Background: an optimization exercise with open tools, aiming at small area and a short achievable clock period. Do not read the settings as production practice.
In this exercise RTL edits were held to simulation tests only and were not proved equivalent to the original.

$ cat flow/design.v
module cordic_step (
  input  wire               vec,     
  input  wire        [4:0]  shx,     
  input  wire        [4:0]  shy,     
  input  wire        [39:0] a,       
  input  wire signed [39:0] x_in,
  input  wire signed [39:0] y_in,
  input  wire        [39:0] z_in,
  output wire signed [39:0] xs,
  output wire signed [39:0] ys,
  output wire signed [39:0] x_out,
  output wire signed [39:0] y_out,
  output wire        [39:0] z_out
);
  assign xs = x_in >>> shx;
  assign ys = y_in >>> shy;
  wire d_pos = vec ? y_in[39] : ~z_in[39];
  assign x_out = x_in + (ys ^ {40{d_pos}}) + {39'd0, d_pos};
  assign y_out = y_in + (xs ^ {40{~d_pos}}) + {39'd0, ~d_pos};
  assign z_out = z_in + (a ^ {40{d_pos}}) + {39'd0, d_pos};
endmodule
module cordic_atan (
  input  wire [4:0]  k,
  output reg  [39:0] a
);
  always @* begin
    case (k)
      5'd0: a = 40'd137438953472;
      5'd1: a = 40'd81134951838;
      5'd2: a = 40'd42869480287;
      5'd3: a = 40'd21761217566;
      5'd4: a = 40'd10922836750;
      5'd5: a = 40'd5466743129;
      5'd6: a = 40'd2734038620;
      5'd7: a = 40'd1367102738;
      5'd8: a = 40'd683561799;
      5'd9: a = 40'd341782203;
      5'd10: a = 40'd170891265;
      5'd11: a = 40'd85445653;
      5'd12: a = 40'd42722829;
      5'd13: a = 40'd21361415;
      5'd14: a = 40'd10680707;
      5'd15: a = 40'd5340354;
      5'd16: a = 40'd2670177;
      5'd17: a = 40'd1335088;
      5'd18: a = 40'd667544;
      5'd19: a = 40'd333772;
      5'd20: a = 40'd166886;
      5'd21: a = 40'd83443;
      5'd22: a = 40'd41722;
      5'd23: a = 40'd20861;
      5'd24: a = 40'd10430;
      5'd25: a = 40'd5215;
      5'd26: a = 40'd2608;
      5'd27: a = 40'd1304;
      5'd28: a = 40'd652;
      5'd29: a = 40'd326;
      5'd30: a = 40'd163;
      5'd31: a = 40'd81;
      default: a = 40'd0;
    endcase
  end
endmodule
module cordic_gain (
  input  wire [39:0] t,
  output wire [32:0] r
);
  wire w1 = t[2] ^ t[4];
  wire w2 = t[2] & t[4];
  wire w3 = t[3] ^ t[5] ^ ~t[8];
  wire w4 = (t[3] & t[5]) | (t[3] & ~t[8]) | (t[5] & ~t[8]);
  wire w5 = t[4] ^ t[6];
  wire w6 = t[4] & t[6];
  wire w7 = t[5] ^ t[7];
  wire w8 = t[5] & t[7];
  wire w9 = t[6] ^ t[8];
  wire w10 = t[6] & t[8];
  wire w11 = t[1] ^ t[3] ^ ~t[6];
  wire w12 = (t[1] & t[3]) | (t[1] & ~t[6]) | (t[3] & ~t[6]);
  wire w13 = ~t[9] ^ ~t[12] ^ t[14];
  wire w14 = (~t[9] & ~t[12]) | (~t[9] & t[14]) | (~t[12] & t[14]);
  wire w15 = ~t[7] ^ ~t[10] ^ ~t[13];
  wire w16 = (~t[7] & ~t[10]) | (~t[7] & ~t[13]) | (~t[10] & ~t[13]);
  wire w17 = t[15] ^ t[17] ^ ~t[21];
  wire w18 = (t[15] & t[17]) | (t[15] & ~t[21]) | (t[17] & ~t[21]);
  wire w19 = ~t[24] ^ ~t[26] ^ t[28];
  wire w20 = (~t[24] & ~t[26]) | (~t[24] & t[28]) | (~t[26] & t[28]);
  wire w21 = ~t[11] ^ ~t[14] ^ t[16];
  wire w22 = (~t[11] & ~t[14]) | (~t[11] & t[16]) | (~t[14] & t[16]);
  wire w23 = t[18] ^ ~t[22] ^ ~t[25];
  wire w24 = (t[18] & ~t[22]) | (t[18] & ~t[25]) | (~t[22] & ~t[25]);
  wire w25 = ~t[27] ^ t[29] ^ t[31];
  wire w26 = (~t[27] & t[29]) | (~t[27] & t[31]) | (t[29] & t[31]);
  wire w27 = t[36] ^ 1'b1;
  wire w28 = t[36] & 1'b1;
  wire w29 = ~t[9] ^ ~t[12] ^ ~t[15];
  wire w30 = (~t[9] & ~t[12]) | (~t[9] & ~t[15]) | (~t[12] & ~t[15]);
  wire w31 = t[17] ^ t[19] ^ ~t[23];
  wire w32 = (t[17] & t[19]) | (t[17] & ~t[23]) | (t[19] & ~t[23]);
  wire w33 = ~t[26] ^ ~t[28] ^ t[30];
  wire w34 = (~t[26] & ~t[28]) | (~t[26] & t[30]) | (~t[28] & t[30]);
  wire w35 = t[32] ^ t[37] ^ w4;
  wire w36 = (t[32] & t[37]) | (t[32] & w4) | (t[37] & w4);
  wire w37 = ~t[10] ^ ~t[13] ^ ~t[16];
  wire w38 = (~t[10] & ~t[13]) | (~t[10] & ~t[16]) | (~t[13] & ~t[16]);
  wire w39 = t[18] ^ t[20] ^ ~t[24];
  wire w40 = (t[18] & t[20]) | (t[18] & ~t[24]) | (t[20] & ~t[24]);
  wire w41 = ~t[27] ^ ~t[29] ^ t[31];
  wire w42 = (~t[27] & ~t[29]) | (~t[27] & t[31]) | (~t[29] & t[31]);
  wire w43 = t[33] ^ t[38] ^ w6;
  wire w44 = (t[33] & t[38]) | (t[33] & w6) | (t[38] & w6);
  wire w45 = ~t[11] ^ ~t[14] ^ ~t[17];
  wire w46 = (~t[11] & ~t[14]) | (~t[11] & ~t[17]) | (~t[14] & ~t[17]);
  wire w47 = t[19] ^ t[21] ^ ~t[25];
  wire w48 = (t[19] & t[21]) | (t[19] & ~t[25]) | (t[21] & ~t[25]);
  wire w49 = ~t[28] ^ ~t[30] ^ t[32];
  wire w50 = (~t[28] & ~t[30]) | (~t[28] & t[32]) | (~t[30] & t[32]);
  wire w51 = t[34] ^ ~t[39] ^ w8;
  wire w52 = (t[34] & ~t[39]) | (t[34] & w8) | (~t[39] & w8);
  wire w53 = t[7] ^ t[9] ^ ~t[12];
  wire w54 = (t[7] & t[9]) | (t[7] & ~t[12]) | (t[9] & ~t[12]);
  wire w55 = ~t[15] ^ ~t[18] ^ t[20];
  wire w56 = (~t[15] & ~t[18]) | (~t[15] & t[20]) | (~t[18] & t[20]);
  wire w57 = t[22] ^ ~t[26] ^ ~t[29];
  wire w58 = (t[22] & ~t[26]) | (t[22] & ~t[29]) | (~t[26] & ~t[29]);
  wire w59 = ~t[31] ^ t[33] ^ t[35];
  wire w60 = (~t[31] & t[33]) | (~t[31] & t[35]) | (t[33] & t[35]);
  wire w61 = t[8] ^ t[10] ^ ~t[13];
  wire w62 = (t[8] & t[10]) | (t[8] & ~t[13]) | (t[10] & ~t[13]);
  wire w63 = ~t[16] ^ ~t[19] ^ t[21];
  wire w64 = (~t[16] & ~t[19]) | (~t[16] & t[21]) | (~t[19] & t[21]);
  wire w65 = t[23] ^ ~t[27] ^ ~t[30];
  wire w66 = (t[23] & ~t[27]) | (t[23] & ~t[30]) | (~t[27] & ~t[30]);
  wire w67 = ~t[32] ^ t[34];
  wire w68 = ~t[32] & t[34];
  wire w69 = t[9] ^ t[11] ^ ~t[14];
  wire w70 = (t[9] & t[11]) | (t[9] & ~t[14]) | (t[11] & ~t[14]);
  wire w71 = ~t[17] ^ ~t[20] ^ t[22];
  wire w72 = (~t[17] & ~t[20]) | (~t[17] & t[22]) | (~t[20] & t[22]);
  wire w73 = t[24] ^ ~t[28] ^ ~t[31];
  wire w74 = (t[24] & ~t[28]) | (t[24] & ~t[31]) | (~t[28] & ~t[31]);
  wire w75 = ~t[33] ^ t[35];
  wire w76 = ~t[33] & t[35];
  wire w77 = t[10] ^ t[12] ^ ~t[15];
  wire w78 = (t[10] & t[12]) | (t[10] & ~t[15]) | (t[12] & ~t[15]);
  wire w79 = ~t[18] ^ ~t[21] ^ t[23];
  wire w80 = (~t[18] & ~t[21]) | (~t[18] & t[23]) | (~t[21] & t[23]);
  wire w81 = t[25] ^ ~t[29] ^ ~t[32];
  wire w82 = (t[25] & ~t[29]) | (t[25] & ~t[32]) | (~t[29] & ~t[32]);
  wire w83 = ~t[34] ^ t[36];
  wire w84 = ~t[34] & t[36];
  wire w85 = t[11] ^ t[13] ^ ~t[16];
  wire w86 = (t[11] & t[13]) | (t[11] & ~t[16]) | (t[13] & ~t[16]);
  wire w87 = ~t[19] ^ ~t[22] ^ t[24];
  wire w88 = (~t[19] & ~t[22]) | (~t[19] & t[24]) | (~t[22] & t[24]);
  wire w89 = t[26] ^ ~t[30] ^ ~t[33];
  wire w90 = (t[26] & ~t[30]) | (t[26] & ~t[33]) | (~t[30] & ~t[33]);
  wire w91 = ~t[35] ^ t[37] ^ ~t[39];
  wire w92 = (~t[35] & t[37]) | (~t[35] & ~t[39]) | (t[37] & ~t[39]);
  wire w93 = t[12] ^ t[14] ^ ~t[17];
  wire w94 = (t[12] & t[14]) | (t[12] & ~t[17]) | (t[14] & ~t[17]);
  wire w95 = ~t[20] ^ ~t[23] ^ t[25];
  wire w96 = (~t[20] & ~t[23]) | (~t[20] & t[25]) | (~t[23] & t[25]);
  wire w97 = t[27] ^ ~t[31] ^ ~t[34];
  wire w98 = (t[27] & ~t[31]) | (t[27] & ~t[34]) | (~t[31] & ~t[34]);
  wire w99 = ~t[36] ^ t[38];
  wire w100 = ~t[36] & t[38];
  wire w101 = t[13] ^ t[15] ^ ~t[18];
  wire w102 = (t[13] & t[15]) | (t[13] & ~t[18]) | (t[15] & ~t[18]);
  wire w103 = ~t[21] ^ ~t[24] ^ t[26];
  wire w104 = (~t[21] & ~t[24]) | (~t[21] & t[26]) | (~t[24] & t[26]);
  wire w105 = t[28] ^ ~t[32] ^ ~t[35];
  wire w106 = (t[28] & ~t[32]) | (t[28] & ~t[35]) | (~t[32] & ~t[35]);
  wire w107 = t[14] ^ t[16] ^ ~t[19];
  wire w108 = (t[14] & t[16]) | (t[14] & ~t[19]) | (t[16] & ~t[19]);
  wire w109 = ~t[22] ^ ~t[25] ^ t[27];
  wire w110 = (~t[22] & ~t[25]) | (~t[22] & t[27]) | (~t[25] & t[27]);
  wire w111 = t[29] ^ ~t[33];
  wire w112 = t[29] & ~t[33];
  wire w113 = t[15] ^ t[17] ^ ~t[20];
  wire w114 = (t[15] & t[17]) | (t[15] & ~t[20]) | (t[17] & ~t[20]);
  wire w115 = ~t[23] ^ ~t[26] ^ t[28];
  wire w116 = (~t[23] & ~t[26]) | (~t[23] & t[28]) | (~t[26] & t[28]);
  wire w117 = t[16] ^ t[18] ^ ~t[21];
  wire w118 = (t[16] & t[18]) | (t[16] & ~t[21]) | (t[18] & ~t[21]);
  wire w119 = ~t[24] ^ ~t[27];
  wire w120 = ~t[24] & ~t[27];
  wire w121 = t[17] ^ t[19] ^ ~t[22];
  wire w122 = (t[17] & t[19]) | (t[17] & ~t[22]) | (t[19] & ~t[22]);
  wire w123 = t[18] ^ t[20];
  wire w124 = t[18] & t[20];
  wire w125 = t[19] ^ t[21];
  wire w126 = t[19] & t[21];
  wire w127 = t[16] ^ ~t[20] ^ ~t[23];
  wire w128 = (t[16] & ~t[20]) | (t[16] & ~t[23]) | (~t[20] & ~t[23]);
  wire w129 = ~t[25] ^ t[27];
  wire w130 = ~t[25] & t[27];
  wire w131 = t[30] ^ t[35] ^ 1'b1;
  wire w132 = (t[30] & t[35]) | (t[30] & 1'b1) | (t[35] & 1'b1);
  wire w133 = w1 ^ w12 ^ w14;
  wire w134 = (w1 & w12) | (w1 & w14) | (w12 & w14);
  wire w135 = w15 ^ w17;
  wire w136 = w15 & w17;
  wire w137 = w2 ^ w3 ^ w16;
  wire w138 = (w2 & w3) | (w2 & w16) | (w3 & w16);
  wire w139 = w18 ^ w20 ^ w21;
  wire w140 = (w18 & w20) | (w18 & w21) | (w20 & w21);
  wire w141 = w23 ^ w25 ^ w27;
  wire w142 = (w23 & w25) | (w23 & w27) | (w25 & w27);
  wire w143 = w5 ^ w22 ^ w24;
  wire w144 = (w5 & w22) | (w5 & w24) | (w22 & w24);
  wire w145 = w26 ^ w28 ^ w29;
  wire w146 = (w26 & w28) | (w26 & w29) | (w28 & w29);
  wire w147 = w31 ^ w33 ^ w35;
  wire w148 = (w31 & w33) | (w31 & w35) | (w33 & w35);
  wire w149 = w7 ^ w30 ^ w32;
  wire w150 = (w7 & w30) | (w7 & w32) | (w30 & w32);
  wire w151 = w34 ^ w36 ^ w37;
  wire w152 = (w34 & w36) | (w34 & w37) | (w36 & w37);
  wire w153 = w39 ^ w41 ^ w43;
  wire w154 = (w39 & w41) | (w39 & w43) | (w41 & w43);
  wire w155 = w9 ^ w38 ^ w40;
  wire w156 = (w9 & w38) | (w9 & w40) | (w38 & w40);
  wire w157 = w42 ^ w44 ^ w45;
  wire w158 = (w42 & w44) | (w42 & w45) | (w44 & w45);
  wire w159 = w47 ^ w49 ^ w51;
  wire w160 = (w47 & w49) | (w47 & w51) | (w49 & w51);
  wire w161 = w10 ^ w46 ^ w48;
  wire w162 = (w10 & w46) | (w10 & w48) | (w46 & w48);
  wire w163 = w50 ^ w52 ^ w53;
  wire w164 = (w50 & w52) | (w50 & w53) | (w52 & w53);
  wire w165 = w55 ^ w57 ^ w59;
  wire w166 = (w55 & w57) | (w55 & w59) | (w57 & w59);
  wire w167 = t[36] ^ w54 ^ w56;
  wire w168 = (t[36] & w54) | (t[36] & w56) | (w54 & w56);
  wire w169 = w58 ^ w60 ^ w61;
  wire w170 = (w58 & w60) | (w58 & w61) | (w60 & w61);
  wire w171 = w63 ^ w65 ^ w67;
  wire w172 = (w63 & w65) | (w63 & w67) | (w65 & w67);
  wire w173 = t[37] ^ w62 ^ w64;
  wire w174 = (t[37] & w62) | (t[37] & w64) | (w62 & w64);
  wire w175 = w66 ^ w68 ^ w69;
  wire w176 = (w66 & w68) | (w66 & w69) | (w68 & w69);
  wire w177 = w71 ^ w73 ^ w75;
  wire w178 = (w71 & w73) | (w71 & w75) | (w73 & w75);
  wire w179 = t[38] ^ w70 ^ w72;
  wire w180 = (t[38] & w70) | (t[38] & w72) | (w70 & w72);
  wire w181 = w74 ^ w76 ^ w77;
  wire w182 = (w74 & w76) | (w74 & w77) | (w76 & w77);
  wire w183 = w79 ^ w81 ^ w83;
  wire w184 = (w79 & w81) | (w79 & w83) | (w81 & w83);
  wire w185 = 1'b1 ^ w78 ^ w80;
  wire w186 = (1'b1 & w78) | (1'b1 & w80) | (w78 & w80);
  wire w187 = w82 ^ w84 ^ w85;
  wire w188 = (w82 & w84) | (w82 & w85) | (w84 & w85);
  wire w189 = w87 ^ w89 ^ w91;
  wire w190 = (w87 & w89) | (w87 & w91) | (w89 & w91);
  wire w191 = 1'b1 ^ w86 ^ w88;
  wire w192 = (1'b1 & w86) | (1'b1 & w88) | (w86 & w88);
  wire w193 = w90 ^ w92 ^ w93;
  wire w194 = (w90 & w92) | (w90 & w93) | (w92 & w93);
  wire w195 = w95 ^ w97 ^ w99;
  wire w196 = (w95 & w97) | (w95 & w99) | (w97 & w99);
  wire w197 = ~t[37] ^ ~t[39] ^ w94;
  wire w198 = (~t[37] & ~t[39]) | (~t[37] & w94) | (~t[39] & w94);
  wire w199 = w96 ^ w98 ^ w100;
  wire w200 = (w96 & w98) | (w96 & w100) | (w98 & w100);
  wire w201 = w101 ^ w103 ^ w105;
  wire w202 = (w101 & w103) | (w101 & w105) | (w103 & w105);
  wire w203 = ~t[36] ^ ~t[38] ^ 1'b1;
  wire w204 = (~t[36] & ~t[38]) | (~t[36] & 1'b1) | (~t[38] & 1'b1);
  wire w205 = w102 ^ w104 ^ w106;
  wire w206 = (w102 & w104) | (w102 & w106) | (w104 & w106);
  wire w207 = w107 ^ w109 ^ w111;
  wire w208 = (w107 & w109) | (w107 & w111) | (w109 & w111);
  wire w209 = t[30] ^ ~t[34] ^ ~t[37];
  wire w210 = (t[30] & ~t[34]) | (t[30] & ~t[37]) | (~t[34] & ~t[37]);
  wire w211 = t[39] ^ w108 ^ w110;
  wire w212 = (t[39] & w108) | (t[39] & w110) | (w108 & w110);
  wire w213 = w112 ^ w113 ^ w115;
  wire w214 = (w112 & w113) | (w112 & w115) | (w113 & w115);
  wire w215 = t[29] ^ t[31] ^ ~t[35];
  wire w216 = (t[29] & t[31]) | (t[29] & ~t[35]) | (t[31] & ~t[35]);
  wire w217 = ~t[38] ^ 1'b1 ^ w114;
  wire w218 = (~t[38] & 1'b1) | (~t[38] & w114) | (1'b1 & w114);
  wire w219 = w116 ^ w117 ^ w119;
  wire w220 = (w116 & w117) | (w116 & w119) | (w117 & w119);
  wire w221 = ~t[25] ^ ~t[28] ^ t[30];
  wire w222 = (~t[25] & ~t[28]) | (~t[25] & t[30]) | (~t[28] & t[30]);
  wire w223 = t[32] ^ ~t[36] ^ t[39];
  wire w224 = (t[32] & ~t[36]) | (t[32] & t[39]) | (~t[36] & t[39]);
  wire w225 = w118 ^ w120 ^ w121;
  wire w226 = (w118 & w120) | (w118 & w121) | (w120 & w121);
  wire w227 = ~t[23] ^ ~t[26] ^ ~t[29];
  wire w228 = (~t[23] & ~t[26]) | (~t[23] & ~t[29]) | (~t[26] & ~t[29]);
  wire w229 = t[31] ^ t[33] ^ ~t[37];
  wire w230 = (t[31] & t[33]) | (t[31] & ~t[37]) | (t[33] & ~t[37]);
  wire w231 = 1'b1 ^ w122 ^ w123;
  wire w232 = (1'b1 & w122) | (1'b1 & w123) | (w122 & w123);
  wire w233 = ~t[24] ^ ~t[27] ^ ~t[30];
  wire w234 = (~t[24] & ~t[27]) | (~t[24] & ~t[30]) | (~t[27] & ~t[30]);
  wire w235 = t[32] ^ t[34] ^ ~t[38];
  wire w236 = (t[32] & t[34]) | (t[32] & ~t[38]) | (t[34] & ~t[38]);
  wire w237 = 1'b1 ^ w124 ^ w125;
  wire w238 = (1'b1 & w124) | (1'b1 & w125) | (w124 & w125);
  wire w239 = t[20] ^ t[22] ^ ~t[25];
  wire w240 = (t[20] & t[22]) | (t[20] & ~t[25]) | (t[22] & ~t[25]);
  wire w241 = ~t[28] ^ ~t[31] ^ t[33];
  wire w242 = (~t[28] & ~t[31]) | (~t[28] & t[33]) | (~t[31] & t[33]);
  wire w243 = t[35] ^ t[39] ^ w126;
  wire w244 = (t[35] & t[39]) | (t[35] & w126) | (t[39] & w126);
  wire w245 = t[21] ^ t[23] ^ ~t[26];
  wire w246 = (t[21] & t[23]) | (t[21] & ~t[26]) | (t[23] & ~t[26]);
  wire w247 = ~t[29] ^ ~t[32] ^ t[34];
  wire w248 = (~t[29] & ~t[32]) | (~t[29] & t[34]) | (~t[32] & t[34]);
  wire w249 = t[36] ^ 1'b1;
  wire w250 = t[36] & 1'b1;
  wire w251 = t[22] ^ t[24] ^ ~t[27];
  wire w252 = (t[22] & t[24]) | (t[22] & ~t[27]) | (t[24] & ~t[27]);
  wire w253 = ~t[30] ^ ~t[33] ^ t[35];
  wire w254 = (~t[30] & ~t[33]) | (~t[30] & t[35]) | (~t[33] & t[35]);
  wire w255 = t[37] ^ 1'b1;
  wire w256 = t[37] & 1'b1;
  wire w257 = t[23] ^ t[25] ^ ~t[28];
  wire w258 = (t[23] & t[25]) | (t[23] & ~t[28]) | (t[25] & ~t[28]);
  wire w259 = ~t[31] ^ ~t[34] ^ t[36];
  wire w260 = (~t[31] & ~t[34]) | (~t[31] & t[36]) | (~t[34] & t[36]);
  wire w261 = t[38] ^ 1'b1;
  wire w262 = t[38] & 1'b1;
  wire w263 = t[24] ^ t[26] ^ ~t[29];
  wire w264 = (t[24] & t[26]) | (t[24] & ~t[29]) | (t[26] & ~t[29]);
  wire w265 = ~t[32] ^ ~t[35] ^ t[37];
  wire w266 = (~t[32] & ~t[35]) | (~t[32] & t[37]) | (~t[35] & t[37]);
  wire w267 = t[25] ^ t[27] ^ ~t[30];
  wire w268 = (t[25] & t[27]) | (t[25] & ~t[30]) | (t[27] & ~t[30]);
  wire w269 = ~t[33] ^ ~t[36];
  wire w270 = ~t[33] & ~t[36];
  wire w271 = t[26] ^ t[28] ^ ~t[31];
  wire w272 = (t[26] & t[28]) | (t[26] & ~t[31]) | (t[28] & ~t[31]);
  wire w273 = t[27] ^ t[29];
  wire w274 = t[27] & t[29];
  wire w275 = t[29] ^ t[34] ^ w11;
  wire w276 = (t[29] & t[34]) | (t[29] & w11) | (t[34] & w11);
  wire w277 = w19 ^ w128 ^ w130;
  wire w278 = (w19 & w128) | (w19 & w130) | (w128 & w130);
  wire w279 = w131 ^ w133;
  wire w280 = w131 & w133;
  wire w281 = w132 ^ w134 ^ w136;
  wire w282 = (w132 & w134) | (w132 & w136) | (w134 & w136);
  wire w283 = w137 ^ w139 ^ w141;
  wire w284 = (w137 & w139) | (w137 & w141) | (w139 & w141);
  wire w285 = w138 ^ w140 ^ w142;
  wire w286 = (w138 & w140) | (w138 & w142) | (w140 & w142);
  wire w287 = w143 ^ w145 ^ w147;
  wire w288 = (w143 & w145) | (w143 & w147) | (w145 & w147);
  wire w289 = w144 ^ w146 ^ w148;
  wire w290 = (w144 & w146) | (w144 & w148) | (w146 & w148);
  wire w291 = w149 ^ w151 ^ w153;
  wire w292 = (w149 & w151) | (w149 & w153) | (w151 & w153);
  wire w293 = w150 ^ w152 ^ w154;
  wire w294 = (w150 & w152) | (w150 & w154) | (w152 & w154);
  wire w295 = w155 ^ w157 ^ w159;
  wire w296 = (w155 & w157) | (w155 & w159) | (w157 & w159);
  wire w297 = w156 ^ w158 ^ w160;
  wire w298 = (w156 & w158) | (w156 & w160) | (w158 & w160);
  wire w299 = w161 ^ w163 ^ w165;
  wire w300 = (w161 & w163) | (w161 & w165) | (w163 & w165);
  wire w301 = w162 ^ w164 ^ w166;
  wire w302 = (w162 & w164) | (w162 & w166) | (w164 & w166);
  wire w303 = w167 ^ w169 ^ w171;
  wire w304 = (w167 & w169) | (w167 & w171) | (w169 & w171);
  wire w305 = w168 ^ w170 ^ w172;
  wire w306 = (w168 & w170) | (w168 & w172) | (w170 & w172);
  wire w307 = w173 ^ w175 ^ w177;
  wire w308 = (w173 & w175) | (w173 & w177) | (w175 & w177);
  wire w309 = w174 ^ w176 ^ w178;
  wire w310 = (w174 & w176) | (w174 & w178) | (w176 & w178);
  wire w311 = w179 ^ w181 ^ w183;
  wire w312 = (w179 & w181) | (w179 & w183) | (w181 & w183);
  wire w313 = w180 ^ w182 ^ w184;
  wire w314 = (w180 & w182) | (w180 & w184) | (w182 & w184);
  wire w315 = w185 ^ w187 ^ w189;
  wire w316 = (w185 & w187) | (w185 & w189) | (w187 & w189);
  wire w317 = w186 ^ w188 ^ w190;
  wire w318 = (w186 & w188) | (w186 & w190) | (w188 & w190);
  wire w319 = w191 ^ w193 ^ w195;
  wire w320 = (w191 & w193) | (w191 & w195) | (w193 & w195);
  wire w321 = w192 ^ w194 ^ w196;
  wire w322 = (w192 & w194) | (w192 & w196) | (w194 & w196);
  wire w323 = w197 ^ w199 ^ w201;
  wire w324 = (w197 & w199) | (w197 & w201) | (w199 & w201);
  wire w325 = w198 ^ w200 ^ w202;
  wire w326 = (w198 & w200) | (w198 & w202) | (w200 & w202);
  wire w327 = w203 ^ w205 ^ w207;
  wire w328 = (w203 & w205) | (w203 & w207) | (w205 & w207);
  wire w329 = w204 ^ w206 ^ w208;
  wire w330 = (w204 & w206) | (w204 & w208) | (w206 & w208);
  wire w331 = w209 ^ w211 ^ w213;
  wire w332 = (w209 & w211) | (w209 & w213) | (w211 & w213);
  wire w333 = w210 ^ w212 ^ w214;
  wire w334 = (w210 & w212) | (w210 & w214) | (w212 & w214);
  wire w335 = w215 ^ w217 ^ w219;
  wire w336 = (w215 & w217) | (w215 & w219) | (w217 & w219);
  wire w337 = w216 ^ w218 ^ w220;
  wire w338 = (w216 & w218) | (w216 & w220) | (w218 & w220);
  wire w339 = w221 ^ w223 ^ w225;
  wire w340 = (w221 & w223) | (w221 & w225) | (w223 & w225);
  wire w341 = w222 ^ w224 ^ w226;
  wire w342 = (w222 & w224) | (w222 & w226) | (w224 & w226);
  wire w343 = w227 ^ w229 ^ w231;
  wire w344 = (w227 & w229) | (w227 & w231) | (w229 & w231);
  wire w345 = w228 ^ w230 ^ w232;
  wire w346 = (w228 & w230) | (w228 & w232) | (w230 & w232);
  wire w347 = w233 ^ w235 ^ w237;
  wire w348 = (w233 & w235) | (w233 & w237) | (w235 & w237);
  wire w349 = w234 ^ w236 ^ w238;
  wire w350 = (w234 & w236) | (w234 & w238) | (w236 & w238);
  wire w351 = w239 ^ w241 ^ w243;
  wire w352 = (w239 & w241) | (w239 & w243) | (w241 & w243);
  wire w353 = w240 ^ w242 ^ w244;
  wire w354 = (w240 & w242) | (w240 & w244) | (w242 & w244);
  wire w355 = w245 ^ w247 ^ w249;
  wire w356 = (w245 & w247) | (w245 & w249) | (w247 & w249);
  wire w357 = w246 ^ w248 ^ w250;
  wire w358 = (w246 & w248) | (w246 & w250) | (w248 & w250);
  wire w359 = w251 ^ w253 ^ w255;
  wire w360 = (w251 & w253) | (w251 & w255) | (w253 & w255);
  wire w361 = w252 ^ w254 ^ w256;
  wire w362 = (w252 & w254) | (w252 & w256) | (w254 & w256);
  wire w363 = w257 ^ w259 ^ w261;
  wire w364 = (w257 & w259) | (w257 & w261) | (w259 & w261);
  wire w365 = ~t[39] ^ w258 ^ w260;
  wire w366 = (~t[39] & w258) | (~t[39] & w260) | (w258 & w260);
  wire w367 = w262 ^ w263 ^ w265;
  wire w368 = (w262 & w263) | (w262 & w265) | (w263 & w265);
  wire w369 = t[38] ^ 1'b1 ^ w264;
  wire w370 = (t[38] & 1'b1) | (t[38] & w264) | (1'b1 & w264);
  wire w371 = w266 ^ w267 ^ w269;
  wire w372 = (w266 & w267) | (w266 & w269) | (w267 & w269);
  wire w373 = ~t[34] ^ ~t[37] ^ ~t[39];
  wire w374 = (~t[34] & ~t[37]) | (~t[34] & ~t[39]) | (~t[37] & ~t[39]);
  wire w375 = w268 ^ w270 ^ w271;
  wire w376 = (w268 & w270) | (w268 & w271) | (w270 & w271);
  wire w377 = ~t[32] ^ ~t[35] ^ ~t[38];
  wire w378 = (~t[32] & ~t[35]) | (~t[32] & ~t[38]) | (~t[35] & ~t[38]);
  wire w379 = 1'b1 ^ w272 ^ w273;
  wire w380 = (1'b1 & w272) | (1'b1 & w273) | (w272 & w273);
  wire w381 = t[28] ^ t[30] ^ ~t[33];
  wire w382 = (t[28] & t[30]) | (t[28] & ~t[33]) | (t[30] & ~t[33]);
  wire w383 = ~t[36] ^ t[39] ^ w274;
  wire w384 = (~t[36] & t[39]) | (~t[36] & w274) | (t[39] & w274);
  wire w385 = t[29] ^ t[31] ^ ~t[34];
  wire w386 = (t[29] & t[31]) | (t[29] & ~t[34]) | (t[31] & ~t[34]);
  wire w387 = ~t[37] ^ 1'b1;
  wire w388 = ~t[37] & 1'b1;
  wire w389 = t[30] ^ t[32] ^ ~t[35];
  wire w390 = (t[30] & t[32]) | (t[30] & ~t[35]) | (t[32] & ~t[35]);
  wire w391 = ~t[38] ^ 1'b1;
  wire w392 = ~t[38] & 1'b1;
  wire w393 = t[31] ^ t[33] ^ ~t[36];
  wire w394 = (t[31] & t[33]) | (t[31] & ~t[36]) | (t[33] & ~t[36]);
  wire w395 = t[32] ^ t[34];
  wire w396 = t[32] & t[34];
  wire w397 = t[33] ^ t[35];
  wire w398 = t[33] & t[35];
  wire w399 = w13 ^ w127;
  wire w400 = w13 & w127;
  wire w401 = w135 ^ w276 ^ w277;
  wire w402 = (w135 & w276) | (w135 & w277) | (w276 & w277);
  wire w403 = w278 ^ w280 ^ w281;
  wire w404 = (w278 & w280) | (w278 & w281) | (w280 & w281);
  wire w405 = w282 ^ w284 ^ w285;
  wire w406 = (w282 & w284) | (w282 & w285) | (w284 & w285);
  wire w407 = w286 ^ w288 ^ w289;
  wire w408 = (w286 & w288) | (w286 & w289) | (w288 & w289);
  wire w409 = w290 ^ w292 ^ w293;
  wire w410 = (w290 & w292) | (w290 & w293) | (w292 & w293);
  wire w411 = w294 ^ w296 ^ w297;
  wire w412 = (w294 & w296) | (w294 & w297) | (w296 & w297);
  wire w413 = w298 ^ w300 ^ w301;
  wire w414 = (w298 & w300) | (w298 & w301) | (w300 & w301);
  wire w415 = w302 ^ w304 ^ w305;
  wire w416 = (w302 & w304) | (w302 & w305) | (w304 & w305);
  wire w417 = w306 ^ w308 ^ w309;
  wire w418 = (w306 & w308) | (w306 & w309) | (w308 & w309);
  wire w419 = w310 ^ w312 ^ w313;
  wire w420 = (w310 & w312) | (w310 & w313) | (w312 & w313);
  wire w421 = w314 ^ w316 ^ w317;
  wire w422 = (w314 & w316) | (w314 & w317) | (w316 & w317);
  wire w423 = w318 ^ w320 ^ w321;
  wire w424 = (w318 & w320) | (w318 & w321) | (w320 & w321);
  wire w425 = w322 ^ w324 ^ w325;
  wire w426 = (w322 & w324) | (w322 & w325) | (w324 & w325);
  wire w427 = w326 ^ w328 ^ w329;
  wire w428 = (w326 & w328) | (w326 & w329) | (w328 & w329);
  wire w429 = w330 ^ w332 ^ w333;
  wire w430 = (w330 & w332) | (w330 & w333) | (w332 & w333);
  wire w431 = w334 ^ w336 ^ w337;
  wire w432 = (w334 & w336) | (w334 & w337) | (w336 & w337);
  wire w433 = w338 ^ w340 ^ w341;
  wire w434 = (w338 & w340) | (w338 & w341) | (w340 & w341);
  wire w435 = w342 ^ w344 ^ w345;
  wire w436 = (w342 & w344) | (w342 & w345) | (w344 & w345);
  wire w437 = w346 ^ w348 ^ w349;
  wire w438 = (w346 & w348) | (w346 & w349) | (w348 & w349);
  wire w439 = w350 ^ w352 ^ w353;
  wire w440 = (w350 & w352) | (w350 & w353) | (w352 & w353);
  wire w441 = w354 ^ w356 ^ w357;
  wire w442 = (w354 & w356) | (w354 & w357) | (w356 & w357);
  wire w443 = w358 ^ w360 ^ w361;
  wire w444 = (w358 & w360) | (w358 & w361) | (w360 & w361);
  wire w445 = w362 ^ w364 ^ w365;
  wire w446 = (w362 & w364) | (w362 & w365) | (w364 & w365);
  wire w447 = w366 ^ w368 ^ w369;
  wire w448 = (w366 & w368) | (w366 & w369) | (w368 & w369);
  wire w449 = w370 ^ w372 ^ w373;
  wire w450 = (w370 & w372) | (w370 & w373) | (w372 & w373);
  wire w451 = w374 ^ w376 ^ w377;
  wire w452 = (w374 & w376) | (w374 & w377) | (w376 & w377);
  wire w453 = w378 ^ w380 ^ w381;
  wire w454 = (w378 & w380) | (w378 & w381) | (w380 & w381);
  wire w455 = w382 ^ w384 ^ w385;
  wire w456 = (w382 & w384) | (w382 & w385) | (w384 & w385);
  wire w457 = w386 ^ w388 ^ w389;
  wire w458 = (w386 & w388) | (w386 & w389) | (w388 & w389);
  wire w459 = t[39] ^ w390 ^ w392;
  wire w460 = (t[39] & w390) | (t[39] & w392) | (w390 & w392);
  wire w461 = ~t[37] ^ 1'b1 ^ w394;
  wire w462 = (~t[37] & 1'b1) | (~t[37] & w394) | (1'b1 & w394);
  wire w463 = ~t[38] ^ 1'b1 ^ w396;
  wire w464 = (~t[38] & 1'b1) | (~t[38] & w396) | (1'b1 & w396);
  wire w465 = t[34] ^ t[36] ^ t[39];
  wire w466 = (t[34] & t[36]) | (t[34] & t[39]) | (t[36] & t[39]);
  wire w467 = t[35] ^ t[37];
  wire w468 = t[35] & t[37];
  wire w469 = t[36] ^ t[38];
  wire w470 = t[36] & t[38];
  wire w471 = w129 ^ w275;
  wire w472 = w129 & w275;
  wire w473 = w279 ^ w400 ^ w401;
  wire w474 = (w279 & w400) | (w279 & w401) | (w400 & w401);
  wire w475 = w283 ^ w402 ^ w403;
  wire w476 = (w283 & w402) | (w283 & w403) | (w402 & w403);
  wire w477 = w287 ^ w404 ^ w405;
  wire w478 = (w287 & w404) | (w287 & w405) | (w404 & w405);
  wire w479 = w291 ^ w406 ^ w407;
  wire w480 = (w291 & w406) | (w291 & w407) | (w406 & w407);
  wire w481 = w295 ^ w408 ^ w409;
  wire w482 = (w295 & w408) | (w295 & w409) | (w408 & w409);
  wire w483 = w299 ^ w410 ^ w411;
  wire w484 = (w299 & w410) | (w299 & w411) | (w410 & w411);
  wire w485 = w303 ^ w412 ^ w413;
  wire w486 = (w303 & w412) | (w303 & w413) | (w412 & w413);
  wire w487 = w307 ^ w414 ^ w415;
  wire w488 = (w307 & w414) | (w307 & w415) | (w414 & w415);
  wire w489 = w311 ^ w416 ^ w417;
  wire w490 = (w311 & w416) | (w311 & w417) | (w416 & w417);
  wire w491 = w315 ^ w418 ^ w419;
  wire w492 = (w315 & w418) | (w315 & w419) | (w418 & w419);
  wire w493 = w319 ^ w420 ^ w421;
  wire w494 = (w319 & w420) | (w319 & w421) | (w420 & w421);
  wire w495 = w323 ^ w422 ^ w423;
  wire w496 = (w323 & w422) | (w323 & w423) | (w422 & w423);
  wire w497 = w327 ^ w424 ^ w425;
  wire w498 = (w327 & w424) | (w327 & w425) | (w424 & w425);
  wire w499 = w331 ^ w426 ^ w427;
  wire w500 = (w331 & w426) | (w331 & w427) | (w426 & w427);
  wire w501 = w335 ^ w428 ^ w429;
  wire w502 = (w335 & w428) | (w335 & w429) | (w428 & w429);
  wire w503 = w339 ^ w430 ^ w431;
  wire w504 = (w339 & w430) | (w339 & w431) | (w430 & w431);
  wire w505 = w343 ^ w432 ^ w433;
  wire w506 = (w343 & w432) | (w343 & w433) | (w432 & w433);
  wire w507 = w347 ^ w434 ^ w435;
  wire w508 = (w347 & w434) | (w347 & w435) | (w434 & w435);
  wire w509 = w351 ^ w436 ^ w437;
  wire w510 = (w351 & w436) | (w351 & w437) | (w436 & w437);
  wire w511 = w355 ^ w438 ^ w439;
  wire w512 = (w355 & w438) | (w355 & w439) | (w438 & w439);
  wire w513 = w359 ^ w440 ^ w441;
  wire w514 = (w359 & w440) | (w359 & w441) | (w440 & w441);
  wire w515 = w363 ^ w442 ^ w443;
  wire w516 = (w363 & w442) | (w363 & w443) | (w442 & w443);
  wire w517 = w367 ^ w444 ^ w445;
  wire w518 = (w367 & w444) | (w367 & w445) | (w444 & w445);
  wire w519 = w371 ^ w446 ^ w447;
  wire w520 = (w371 & w446) | (w371 & w447) | (w446 & w447);
  wire w521 = w375 ^ w448 ^ w449;
  wire w522 = (w375 & w448) | (w375 & w449) | (w448 & w449);
  wire w523 = w379 ^ w450 ^ w451;
  wire w524 = (w379 & w450) | (w379 & w451) | (w450 & w451);
  wire w525 = w383 ^ w452 ^ w453;
  wire w526 = (w383 & w452) | (w383 & w453) | (w452 & w453);
  wire w527 = w387 ^ w454 ^ w455;
  wire w528 = (w387 & w454) | (w387 & w455) | (w454 & w455);
  wire w529 = w391 ^ w456 ^ w457;
  wire w530 = (w391 & w456) | (w391 & w457) | (w456 & w457);
  wire w531 = w393 ^ w458 ^ w459;
  wire w532 = (w393 & w458) | (w393 & w459) | (w458 & w459);
  wire w533 = w395 ^ w460 ^ w461;
  wire w534 = (w395 & w460) | (w395 & w461) | (w460 & w461);
  wire w535 = w397 ^ w462 ^ w463;
  wire w536 = (w397 & w462) | (w397 & w463) | (w462 & w463);
  wire w537 = w398 ^ w464 ^ w465;
  wire w538 = (w398 & w464) | (w398 & w465) | (w464 & w465);
  wire w539 = 1'b1 ^ w466 ^ w467;
  wire w540 = (1'b1 & w466) | (1'b1 & w467) | (w466 & w467);
  wire w541 = 1'b1 ^ w468 ^ w469;
  wire w542 = (1'b1 & w468) | (1'b1 & w469) | (w468 & w469);
  wire w543 = t[37] ^ ~t[39] ^ w470;
  wire w544 = (t[37] & ~t[39]) | (t[37] & w470) | (~t[39] & w470);
  wire w545 = t[38] ^ 1'b1;
  wire w546 = t[38] & 1'b1;
  wire [38:0] ra = {~t[39], w544, w542, w540, w538, w536, w534, w532, w530, w528, w526, w524, w522, w520, w518, w516, w514, w512, w510, w508, w506, w504, w502, w500, w498, w496, w494, w492, w490, w488, w486, w484, w482, w480, w478, w476, w474, w472, w399};
  wire [38:0] rb = {w546, w545, w543, w541, w539, w537, w535, w533, w531, w529, w527, w525, w523, w521, w519, w517, w515, w513, w511, w509, w507, w505, w503, w501, w499, w497, w495, w493, w491, w489, w487, w485, w483, w481, w479, w477, w475, w473, w471};
  wire [38:0] s = ra + rb;
  assign r = s[38:6];
endmodule
module cordic_unit (
  input  wire        clk,
  input  wire        rst,        
  input  wire        start,      
  input  wire        vec,        
  input  wire [31:0] x_in,       
  input  wire [31:0] y_in,       
  input  wire [31:0] theta_in,   
  output reg         busy,
  output wire [63:0] r0,
  output wire [63:0] r1
);
  function [39:0] rev40(input [39:0] v);
    integer k;
    for (k = 0; k < 40; k = k + 1) rev40[k] = v[39 - k];
  endfunction
  reg signed [39:0] x, y;
  reg        [39:0] z;
  reg        [4:0]  cnt;      
  reg        [3:0]  c;        
  reg        [4:0]  sxa;      
  reg        [4:0]  sya_n;    
  reg        [3:0]  cxb;      
  reg        [3:0]  cyb_n;    
  reg        [4:0]  shift;    
  reg               mode;     
  reg               flip;     
  reg               zero;     
  reg               p_cnt;    
  reg               p_nrm;    
  reg               p_fin;    
  assign r0 = {{31{x[39]}}, x[39:7]};
  assign r1 = {{31{y[39]}}, y[39:7]};
  wire [39:0] xw = {{2{x_in[31]}}, x_in, 6'd0};
  wire [39:0] yw = {{2{y_in[31]}}, y_in, 6'd0};
  wire        fl = theta_in[31] ^ theta_in[30];
  wire [39:0] xo = rev40(x);
  wire [39:0] yo = rev40(y);
  wire [31:0] xr = xo[37:6];
  wire [31:0] yr = yo[37:6];
  wire [31:0] u  = {((xr[30:0] ^ {31{xr[31]}}) | (yr[30:0] ^ {31{yr[31]}})), 1'b1};
  wire        s4 = ~|u[31:16];
  wire [15:0] v4 = s4 ? u[15:0] : u[31:16];
  wire        s3 = ~|v4[15:8];
  wire [7:0]  v3 = s3 ? v4[7:0] : v4[15:8];
  wire        s2 = ~|v3[7:4];
  wire [3:0]  v2 = s2 ? v3[3:0] : v3[7:4];
  wire        s1 = ~|v2[3:2];
  wire [1:0]  v1 = s1 ? v2[1:0] : v2[3:2];
  wire        s0 = ~v1[1];
  wire [4:0]  sh = {s4, s3, s2, s1, s0};
  wire [39:0] a_a, a_b;
  cordic_atan t_a (.k({c, 1'b0}), .a(a_a));
  cordic_atan t_b (.k({c, 1'b1}), .a(a_b));
  wire signed [39:0] xs_a, ys_a, xs_b, ys_b, x1, y1, x2, y2;
  wire        [39:0] z1, z2;
  cordic_step s_a (.vec(mode), .shx(sxa), .shy(~sya_n), .a(a_a),
                   .x_in(x), .y_in(y), .z_in(z),
                   .xs(xs_a), .ys(ys_a), .x_out(x1), .y_out(y1), .z_out(z1));
  cordic_step s_b (.vec(mode), .shx({cxb, 1'b1}), .shy({~cyb_n, 1'b1}), .a(a_b),
                   .x_in(x1), .y_in(y1), .z_in(z1),
                   .xs(xs_b), .ys(ys_b), .x_out(x2), .y_out(y2), .z_out(z2));
  wire [39:0] xn  = rev40(xs_a);
  wire [39:0] yn  = rev40(ys_a);
  wire        neg = xn[39];
  wire signed [32:0] gx, gy;
  cordic_gain g_x (.t(xs_a ^ {40{flip}}), .r(gx));
  cordic_gain g_y (.t(y ^ {40{flip}}),    .r(gy));
  wire [32:0] res1 = mode ? (zero ? 33'd0 : {1'b0, z[39:8]}) : gy;
  wire [3:0] c_nx = c + 4'd1;
  always @(posedge clk) begin
    if (rst) begin
      busy  <= 1'b0;
      x     <= 40'd0;
      y     <= 40'd0;
      p_cnt <= 1'b0;
      p_nrm <= 1'b0;
      p_fin <= 1'b0;
    end else if (!busy) begin
      if (start) begin
        busy  <= 1'b1;
        x     <= vec ? rev40(xw) : xw;
        y     <= vec ? rev40(yw) : yw;
        p_cnt <= vec;
      end
    end else begin
      p_cnt <= 1'b0;
      p_nrm <= p_cnt;
      p_fin <= (cnt == 5'd15);
      if (p_fin) begin
        busy <= 1'b0;
        x    <= {gx, 7'd0};
        y    <= {res1, 7'd0};
      end else if (p_nrm) begin
        x <= xn ^ {40{neg}};
        y <= yn ^ {40{neg}};
      end else if (!p_cnt) begin
        x <= x2;
        y <= y2;
      end
    end
  end
  always @(posedge clk) begin
    if (!busy) begin
      cnt   <= 5'd0;
      c     <= 4'd0;
      sxa   <= 5'd0;
      sya_n <= 5'h1f;
      cxb   <= 4'd0;
      cyb_n <= 4'hf;
      mode  <= vec;
      flip  <= ~vec & fl;
      z     <= {theta_in[31] ^ fl, theta_in[30:0], 8'd0};
    end else begin
      cnt <= cnt + 5'd1;
      if (p_cnt) begin
        shift <= sh;
        zero  <= (x == 40'd0) && (y == 40'd0);
        sxa   <= sh;
        sya_n <= ~sh;
      end else if (p_nrm) begin
        z     <= {neg, 39'd0};
        sxa   <= 5'd0;
        sya_n <= 5'h1f;
      end else begin
        z     <= z2;
        c     <= c_nx;
        cxb   <= c_nx;
        cyb_n <= ~c_nx;
        if (cnt == 5'd15) begin
          sxa   <= mode ? shift : 5'd0;
          sya_n <= 5'h1f;
        end else begin
          sxa   <= {c_nx, 1'b0};
          sya_n <= ~{c_nx, 1'b0};
        end
      end
    end
  end
endmodule
$ cat flow/run.sh
#!/bin/bash
# synth_recipe.tcl (not shown) runs the flow's synth.tcl, then flattens the netlist and writes it again
# the make line also repeats each setting of config.mk as NAME=value (left out here)
make -C /OpenROAD-flow-scripts/flow DESIGN_CONFIG=/design/flow/config.mk WORK_HOME=/design/flow/orfs CLKGATE_MAP_FILE= SYNTH_SCRIPT=/design/flow/synth_recipe.tcl finish
$ cat flow/config.mk
export PLATFORM = sky130hd
export DESIGN_NAME = cordic_unit
export DESIGN_NICKNAME = cordic_unit
export VERILOG_FILES = /design/flow/design.v
export SDC_FILE = /design/flow/constraint.sdc
export NUM_CORES = 4
export LEC_CHECK = 0
export CAP_MARGIN = 20
export CORE_MARGIN = 2
export CORE_UTILIZATION = 40
export SLEW_MARGIN = 20
$ cat flow/constraint.sdc
create_clock -name core_clock -period 32.0 [get_ports {clk}]
set_input_delay 6.4000 -clock core_clock [delete_from_list [all_inputs] [get_ports {clk}]]
set_output_delay 6.4000 -clock core_clock [all_outputs]
set_load 0.01 [all_outputs]
==> impl_metrics.ini, run 1 <==
[worst_setup_path]
cp_max_fo = 34
crit_end = y[36]$_SDFFE_PP0P_
crit_path_end_kind = register
rr_worst_depth = 43
crit_path_start = mode$_DFFE_PN_
crit_type = register to register
r2r_slack_ns = 19.15
critPathArrivalTime_ns = 13.41
crit_slowest_cell = o311ai_0
cpMostUsedCell = o21ai_0
cp.required_ns = 32.56
r2r-start = mode$_DFFE_PN_
cp.buffers_inverters = 4
timing.rr.end = y[36]$_SDFFE_PP0P_
start_kind = register
slowest_delay_ns = 0.98
crit_family = compound AO/OA/AOI/OAI gates
cp_num_cells = 43

[global_route]
grtUsageTotal_pct = 37.5
met3_usage_pct = 10.7
grt.overflow.total = 0
antenna_found_initial = 11
grt_max_degree = 82
busiest_layer = met1
grt_pass1_vias = 48200
use_met2_pct = 52.3
grt_pass1_wl_um = 358000
use_met1_pct = 52.3

[finish]
regArea_mm2 = 0.00465
fin_area_mm2 = 0.0567
drive_gt1_share_pct = 6.70
area_growth_pct = 8.63
multi_input_area_mm2 = 0.0427
fill_cells = 13300
nets = 7508

[detailed_routing]
vias = 51700
drtIter0Drc = 7300
route.detailed.drc = 0
finalWirelength_um = 257000
routedWlPerCell_um = 30.6
drtPass1Iterations = 6
drtAntennaViolNets = 0
viasPerCell = 6.16

[synthesis]
synth_area_leader_cell = fa_1
synth_seq_cells = 211
syn_nets = 7575
synth-async-reset-ratio_pct = 0
synth_top_area_share_pct = 14.9
synth_area_mm2 = 0.0522
postSynthAreaPerCell_um2 = 7.79
ys.flop_type = dfxtp_1
synthTopCellsByArea = fa_1 (15%), xnor2_1 (11%), ha_1 (9.3%)
ys_types = 108
yosysSeqAreaShare_pct = 8.86
synth_edf_count = 40
synth_cells = 6700
ys_warn_count = 2

[timing]
setup_viol = 0
finalCritPeriodShare_pct = 40.2
finClkSkew_ns = 0.0207
slew_viol_final = 0
slew_headroom_pct = 11.2
fmax_mhz = 77.8
rsz0062_at_grt = false
setup_ws_ns = 19.15
hold_violations = 0
worst_pin_slew_ns = 1.32
tns_ns = 0
finalCriticalPeriod_ns = 12.85

[floorplanning]
die_x_um = 365
core_area_mm2 = 0.129
start_util_pct = 40.3
io_pins = 229
die_area_mm2 = 0.133
die_y_um = 365
rows = 132

[clocking]
clockRootBuffer = clkbuf_16
ctsHoldBuffers = 0
cts-htree-levels = 1
cts_setup_buffers = 0
cts_made_buffers = 29
cts.sink_count = 211
clk_path_buf_depth = 3
post_cts_resized = 0
path_clk_slew_ns = 0.07
cts_tree = done
clkLatencyLatePin_ns = 0.65

[placement]
place.gp.congestion = 1.08
place_hpwl_um = 208000
pre_cts_slack_ns = 19.55
postPlaceCellArea_mm2 = 0.0557
port_buffers = 228

[worst_hold_path]
hold_path_class = register to register
holdPathStages = 1

[outcome]
run_status = no timing/DRC/antenna violations

[run]
drv_cap = 0
## final cells by class
class / count / share of cell area (%)
repair buffers: 403 / 6.38
inverters: 675 / 4.47
clock inverters: 17 / 0.285
flip-flops and latches: 211 / 8.20
clock buffers: 35 / 1.41
multi-input cells: 5313 / 75.4
diodes: 8 / 0.0353
well taps: 1742 / 3.85
## cell usage after synthesis, drive strengths merged (12+ instances only)
cell / count
xnor2: 665
inv: 659
a21oi: 609
nand2: 524
nor2: 477
o21ai: 405
ha: 388
fa: 387
clkbuf: 257
buf: 244
xor2: 205
mux2i: 184
dfxtp: 171
a21o: 118
nor3: 110
nand3: 102
a211oi: 90
a31oi: 73
o21a: 68
mux2: 67
nor2b: 67
mux4: 53
o211ai: 51
and2: 45
nand2b: 43
nand4: 43
and3: 42
edfxtp: 40
o21bai: 40
o31ai: 35
a221oi: 33
o2bb2ai: 27
nor4: 24
or3: 24
a21boi: 22
a2111oi: 21
a311oi: 21
or2: 21
maj3: 19
a221o: 17
o22ai: 17
clkinv: 16
and4: 14
o221ai: 13
o311ai: 12
## routing by layer
metal  wire length (um)  part of all wire [%]
met3              32200                    13
met4              16100                   6.2
met2             101000                    39
met1             108000                    42
met5                 88                 0.034
## through the flow
step / utilization [%] / hold slack, ns / std cells
after floorplan: - / 0.402 / 6700
after global placement: 43.0 / 0.420 / 8344
after detailed placement: 43.0 / 0.431 / 8344
after CTS: 43.7 / 0.439 / 8396
after global routing: 43.8 / 0.470 / 8397
final: 43.8 / 0.436 / 8404
## layout by cell type, fill, tap and decap left out, drive strengths merged, types with 110 or more instances in the layout
cell type / count
xnor2: 665
mux2i: 184
nor3: 110
nand2: 524
xor2: 205
buf: 177
nor2: 477
o21ai: 405
ha: 388
clkdlybuf4s50: 226
inv: 663
a21o: 118
dfxtp: 171
a21oi: 609
fa: 387
## worst register-to-register path: cells and delay by family (launching register included)
kind	cells	cell delay, ns
AO/OA/AOI/OAI	21	5.55
XOR/XNOR	4	1.43
adder cells (fa/ha/maj)	2	0.86
buffers and inverters	4	1.48
flip-flops	1	0.33
multiplexers	3	0.67
AND/OR/NAND/NOR	9	2.43
## cell families after synthesis
family / share of synthesized area (%)
adder cells (fa/ha/maj): 24.5
flip-flops: 8.86
AO/OA/AOI/OAI: 21.6
AND/OR/NAND/NOR: 13.7
buffers and inverters: 9.46
XOR/XNOR: 14.6
multiplexers: 7.26
## state kept, by name, summed over array words and instances, names as in the netlist
signal	cells
p_nrm	1
y	40
flip	1
busy	1
x	40
sya_n	5
mode	1
cyb_n	4
cxb	4
s_b.a	27
zero	1
p_fin	1
sxa	5
cnt	5
z	40
s_a.a	29
p_cnt	1
shift	5
## worst min path at each step
| stage | to | slack (ns) | startpoint |
|---|---|---|---|
| global placement | cnt[0]$_SDFF_PN0_ | 0.42 | cnt[0]$_SDFF_PN0_ |
| floorplan | cnt[0]$_SDFF_PN0_ | 0.40 | cnt[0]$_SDFF_PN0_ |
| detailed placement | cnt[0]$_SDFF_PN0_ | 0.43 | cnt[0]$_SDFF_PN0_ |
| finish | cnt[0]$_SDFF_PN0_ | 0.44 | cnt[0]$_SDFF_PN0_ |
| CTS | cnt[0]$_SDFF_PN0_ | 0.44 | cnt[0]$_SDFF_PN0_ |
| global route | cnt[0]$_SDFF_PN0_ | 0.47 | cnt[0]$_SDFF_PN0_ |
==> run 2: changes to the inputs <==
--- a/flow/design.v
+++ b/flow/design.v
@@ -1,23 +1,43 @@
-module cordic_step (
+module cordic_step2 (
   input  wire               vec,     
-  input  wire        [4:0]  shx,     
-  input  wire        [4:0]  shy,     
-  input  wire        [39:0] a,       
   input  wire signed [39:0] x_in,
   input  wire signed [39:0] y_in,
   input  wire        [39:0] z_in,
-  output wire signed [39:0] xs,
-  output wire signed [39:0] ys,
+  input  wire               dpa_x,   
+  input  wire               dpa_y_n, 
+  input  wire signed [39:0] xs,      
+  input  wire signed [39:0] ys,      
+  input  wire signed [39:0] xss,     
+  input  wire signed [39:0] yss,     
+  input  wire        [39:0] a_a,     
+  input  wire        [39:0] a_b,     
   output wire signed [39:0] x_out,
   output wire signed [39:0] y_out,
   output wire        [39:0] z_out
 );
-  assign xs = x_in >>> shx;
-  assign ys = y_in >>> shy;
-  wire d_pos = vec ? y_in[39] : ~z_in[39];
-  assign x_out = x_in + (ys ^ {40{d_pos}}) + {39'd0, d_pos};
-  assign y_out = y_in + (xs ^ {40{~d_pos}}) + {39'd0, ~d_pos};
-  assign z_out = z_in + (a ^ {40{d_pos}}) + {39'd0, d_pos};
+  wire [39:0] y1 = y_in + (xs ^ {40{dpa_y_n}}) + {39'd0, dpa_y_n};
+  wire [39:0] z1 = z_in + (a_a ^ {40{dpa_x}}) + {39'd0, dpa_x};
+  wire dp_b = vec ? y1[39] : ~z1[39];
+  assign z_out = z1 + (a_b ^ {40{dp_b}}) + {39'd0, dp_b};
+  wire e = ~(dpa_x ^ dp_b);           
+  wire [39:0] xs1 = {xs[39], xs[39:1]};
+  wire [39:0] ys1 = {ys[39], ys[39:1]};
+  wire [39:0] xt1 = ys ^ {40{dpa_x}};
+  wire [39:0] xt2 = ys1 ^ {40{dp_b}};
+  wire [39:0] xt3 = xss ^ {40{e}};
+  wire [39:0] xp1 = x_in ^ xt1 ^ xt2;
+  wire [39:0] xg1 = {(x_in[38:0] & xt1[38:0]) | (x_in[38:0] & xt2[38:0]) | (xt1[38:0] & xt2[38:0]), dpa_x};
+  wire [39:0] xp2 = xp1 ^ xg1 ^ xt3;
+  wire [39:0] xg2 = {(xp1[38:0] & xg1[38:0]) | (xp1[38:0] & xt3[38:0]) | (xg1[38:0] & xt3[38:0]), dp_b};
+  assign x_out = xp2 + xg2 + {39'd0, e};
+  wire [39:0] yt1 = xs ^ {40{dpa_y_n}};
+  wire [39:0] yt2 = xs1 ^ {40{~dp_b}};
+  wire [39:0] yt3 = yss ^ {40{e}};
+  wire [39:0] yp1 = y_in ^ yt1 ^ yt2;
+  wire [39:0] yg1 = {(y_in[38:0] & yt1[38:0]) | (y_in[38:0] & yt2[38:0]) | (yt1[38:0] & yt2[38:0]), dpa_y_n};
+  wire [39:0] yp2 = yp1 ^ yg1 ^ yt3;
+  wire [39:0] yg2 = {(yp1[38:0] & yg1[38:0]) | (yp1[38:0] & yt3[38:0]) | (yg1[38:0] & yt3[38:0]), ~dp_b};
+  assign y_out = yp2 + yg2 + {39'd0, e};
 endmodule
 module cordic_atan (
   input  wire [4:0]  k,
@@ -643,6 +663,9 @@
   reg        [4:0]  shift;    
   reg               mode;     
   reg               flip;     
+  reg               flip_y_n; 
+  reg               dpa_x;    
+  reg               dpa_y_n;  
   reg               zero;     
   reg               p_cnt;    
   reg               p_nrm;    
@@ -670,20 +693,21 @@
   wire [39:0] a_a, a_b;
   cordic_atan t_a (.k({c, 1'b0}), .a(a_a));
   cordic_atan t_b (.k({c, 1'b1}), .a(a_b));
-  wire signed [39:0] xs_a, ys_a, xs_b, ys_b, x1, y1, x2, y2;
-  wire        [39:0] z1, z2;
-  cordic_step s_a (.vec(mode), .shx(sxa), .shy(~sya_n), .a(a_a),
-                   .x_in(x), .y_in(y), .z_in(z),
-                   .xs(xs_a), .ys(ys_a), .x_out(x1), .y_out(y1), .z_out(z1));
-  cordic_step s_b (.vec(mode), .shx({cxb, 1'b1}), .shy({~cyb_n, 1'b1}), .a(a_b),
-                   .x_in(x1), .y_in(y1), .z_in(z1),
-                   .xs(xs_b), .ys(ys_b), .x_out(x2), .y_out(y2), .z_out(z2));
+  wire signed [39:0] xs_a = x >>> sxa;
+  wire signed [39:0] ys_a = y >>> (~sya_n);
+  wire signed [39:0] xss  = x >>> {cxb, 2'b01};
+  wire signed [39:0] yss  = y >>> {~cyb_n, 2'b01};
+  wire signed [39:0] x2, y2;
+  wire        [39:0] z2;
+  cordic_step2 s_ab (.vec(mode), .x_in(x), .y_in(y), .z_in(z), .dpa_x(dpa_x), .dpa_y_n(dpa_y_n),
+                     .xs(xs_a), .ys(ys_a), .xss(xss), .yss(yss), .a_a(a_a), .a_b(a_b),
+                     .x_out(x2), .y_out(y2), .z_out(z2));
   wire [39:0] xn  = rev40(xs_a);
   wire [39:0] yn  = rev40(ys_a);
   wire        neg = xn[39];
   wire signed [32:0] gx, gy;
   cordic_gain g_x (.t(xs_a ^ {40{flip}}), .r(gx));
-  cordic_gain g_y (.t(y ^ {40{flip}}),    .r(gy));
+  cordic_gain g_y (.t(y ^ {40{~flip_y_n}}), .r(gy));
   wire [32:0] res1 = mode ? (zero ? 33'd0 : {1'b0, z[39:8]}) : gy;
   wire [3:0] c_nx = c + 4'd1;
   always @(posedge clk) begin
@@ -728,9 +752,14 @@
       cyb_n <= 4'hf;
       mode  <= vec;
       flip  <= ~vec & fl;
+      flip_y_n <= ~(~vec & fl);
+      dpa_x    <= ~theta_in[30];
+      dpa_y_n  <= theta_in[30];
       z     <= {theta_in[31] ^ fl, theta_in[30:0], 8'd0};
     end else begin
       cnt <= cnt + 5'd1;
+      dpa_x   <=  (p_nrm ? (yn[39] ^ neg) : (mode ? y2[39] : ~z2[39]));
+      dpa_y_n <= ~(p_nrm ? (yn[39] ^ neg) : (mode ? y2[39] : ~z2[39]));
       if (p_cnt) begin
         shift <= sh;
         zero  <= (x == 40'd0) && (y == 40'd0);
--- a/flow/config.mk
+++ b/flow/config.mk
@@ -5,7 +5,8 @@
 export SDC_FILE = /design/flow/constraint.sdc
 export NUM_CORES = 4
 export LEC_CHECK = 0
+export ABC_AREA = 1
 export CAP_MARGIN = 20
 export CORE_MARGIN = 2
-export CORE_UTILIZATION = 40
+export CORE_UTILIZATION = 55
 export SLEW_MARGIN = 20
==> run 2 against run 1 <==
Against the previous run: die area down 26%; cell count up 6.0%; core utilization up 16 points.
==> impl_metrics.ini, run 2 <==
[outcome]
run_status = no timing/DRC/antenna violations

[timing]
setup_ws_ns = 20.50
setup_viol = 0
worst_pin_slew_ns = 1.28
slew_headroom_pct = 13.6
hold_violations = 0
finClkSkew_ns = 0.0365
rsz0062_at_grt = false
finalCritPeriodShare_pct = 35.9
finalCriticalPeriod_ns = 11.50
slew_viol_final = 0
fmax_mhz = 87.0
tns_ns = 0
whs_ns = 0.472

[clocking]
path_clk_slew_ns = 0.07
clk_path_buf_depth = 3
clkLatencyLatePin_ns = 0.67
clockRootBuffer = clkbuf_16
cts_made_buffers = 29
cts_setup_buffers = 0
cts.sink_count = 214
post_cts_resized = 0
ctsHoldBuffers = 0
cts-htree-levels = 1
cts_tree = done

[worst_hold_path]
holdPathStages = 1
hold_path_class = register to register
min_from = cnt[0]$_SDFF_PN0_

[worst_setup_path]
critPathArrivalTime_ns = 11.97
crit_path_end_kind = register
cp_max_fo = 52
cpMostUsedCell = nand2_1
cp.required_ns = 32.47
crit_type = register to register
r2r-start = x[39]$_SDFFE_PP0P_
crit_path_start = x[39]$_SDFFE_PP0P_
rr_worst_depth = 46
start_kind = register
slowest_delay_ns = 0.85
crit_slowest_cell = buf_4

[finish]
fill_cells = 9001
instances_no_fill = 8910
area_growth_pct = 7.63
top_regs = x x40, y x40, z x40
nets = 8588
drive_gt1_share_pct = 4.59
layout_common_cells = inv_1 (1,303), nand2_1 (1,199), o21ai_0 (782)
layout_commonest_cell = inv_1

[global_route]
grt.overflow.total = 0
grt_pass1_vias = 54000
grtUsageTotal_pct = 51.4
antenna_found_initial = 26
grt_pass1_wl_um = 369000
grt_max_degree = 79

[synthesis]
synth-async-reset-ratio_pct = 0
syn_nets = 8596
postSynthAreaPerCell_um2 = 6.96
synth_area_leader_cell = fa_1
ys.flop_type = dfxtp_1
synth_seq_cells = 214
synth_top_area_share_pct = 20.4
synthTopCellsByArea = fa_1 (20%), inv_1 (9.2%), nand2_1 (8.5%)
yosysSeqAreaShare_pct = 8.86
synth_common_cells = inv_1 (1,305), nand2_1 (1,200), o21ai_0 (786), a21oi_1 (653), fa_1 (541)
ys_types = 71
synth_area_mm2 = 0.0530
yosysMostFrequentCell = inv_1
synth_edf_count = 41
synth_cells = 7612
ys_warn_count = 2

[placement]
placed_cells = 8835
place.gp.congestion = 1.15
place_hpwl_um = 211000
pre_cts_slack_ns = 21.11
port_buffers = 228

[detailed_routing]
drtIter0Drc = 9977
route.detailed.drc = 0
vias = 57400
finalWirelength_um = 261000
viasPerCell = 6.45
routedWlPerCell_um = 29.3
drtAntennaViolNets = 0
drtPass1Iterations = 10

[floorplanning]
core_area_mm2 = 0.0953
die_y_um = 314
io_pins = 229
die_x_um = 314
die_area_mm2 = 0.0988
start_util_pct = 55.6
rows = 113

[run]
drv_cap = 0
[run 2: cell count changes in the layout (fill, tap and decap cells not counted), moves of 96 or more]
cell     change
xnor2_1    -474
nand2_1    +676
fa_1       +154
o21ai_0    +387
mux2i_1     -96
nand3_1    +173
xor2_1     +244
inv_1      +651
a21o_1     -103
[run 2: cell type report]
type                    instances  area (um^2)  area share (%)
multi-input cells            5613        41100            72.0
inverters                    1331         5000            8.78
flip-flops and latches        214         4710            8.26
repair buffers                415         3680            6.45
well taps                    1265         1580            2.78
clock buffers                  38          821            1.44
clock inverters                15          126           0.222
diodes                         19         47.5          0.0834
[run 2: logic make-up after synthesis]
group	Yosys count	share of synthesized area, %
AO/OA/AOI/OAI	1882	19.9
adder cells (fa/ha/maj)	885	28.6
multiplexers	88	1.66
AND/OR/NAND/NOR	2116	16.6
flip-flops	214	8.86
XOR/XNOR	642	10.6
buffers and inverters	1785	13.8
[run 2: worst max-delay path, delay by kind of cell, from the launching register on]
kind,cells,cell delay (ns)
buf+inv,7,2.46
fa+ha+maj,4,1.86
flops,1,0.33
compound gates,18,3.44
simple gates,15,2.67
xor+xnor,2,0.39
[run 2: path summary, 6_finish.rpt]
check | endpoint | slack (ns)
worst min-delay path | cnt[0]$_SDFF_PN0_ | 0.47
worst max-delay path | x[24]$_SDFFE_PP0P_ | 20.50
worst min register to register | cnt[0]$_SDFF_PN0_ | 0.47
worst max register to register | x[24]$_SDFFE_PP0P_ | 20.50
[run 2: layer usage]
metal  vias up  global-route usage, %  wire (um)
met5         -                      0        233
met4        36                   28.9      19100
met1     26900                   66.3      96600
met3      1155                   26.2      46600
li1      24500                      -          -
met2      4812                   68.7      98300
[run 2: metrics by stage]
stage	utilization, %	area [um^2]
after CTS	59.7	56900
after global placement	58.7	55900
final	59.8	57000
after floorplan	-	53000
after global routing	59.8	57000
after detailed placement	58.7	56000

-- afterwards: timing with drivers on the ports --
How much do the figures lean on ideal ports? The routed layouts below were timed once more, with nothing changed but the port constraints.
Step 1 (the two cells are an assumption about what drives the block):
set clk [get_ports {clk}]
set_driving_cell -lib_cell sky130_fd_sc_hd__clkbuf_16 $clk
set_driving_cell -lib_cell sky130_fd_sc_hd__buf_2 [delete_from_list [all_inputs] $clk]
Step 2 moves the port delays by t, midway between the first and last clock arrival at a register: inputs arrive t later, outputs are due t later. That takes back most of the time a late clock gives input paths.
Three values: ideal ports, drivers, drivers and shift; two values: the first two.
run | t (ns) | setup slack, ns | worst setup path at the end
run 1 | 0.704 | 19.150 / 19.150 / 19.150 | register to register
run 2 | 0.724 | 20.501 / 20.501 / 20.501 | register to register
After both steps every run listed still meets setup and hold.
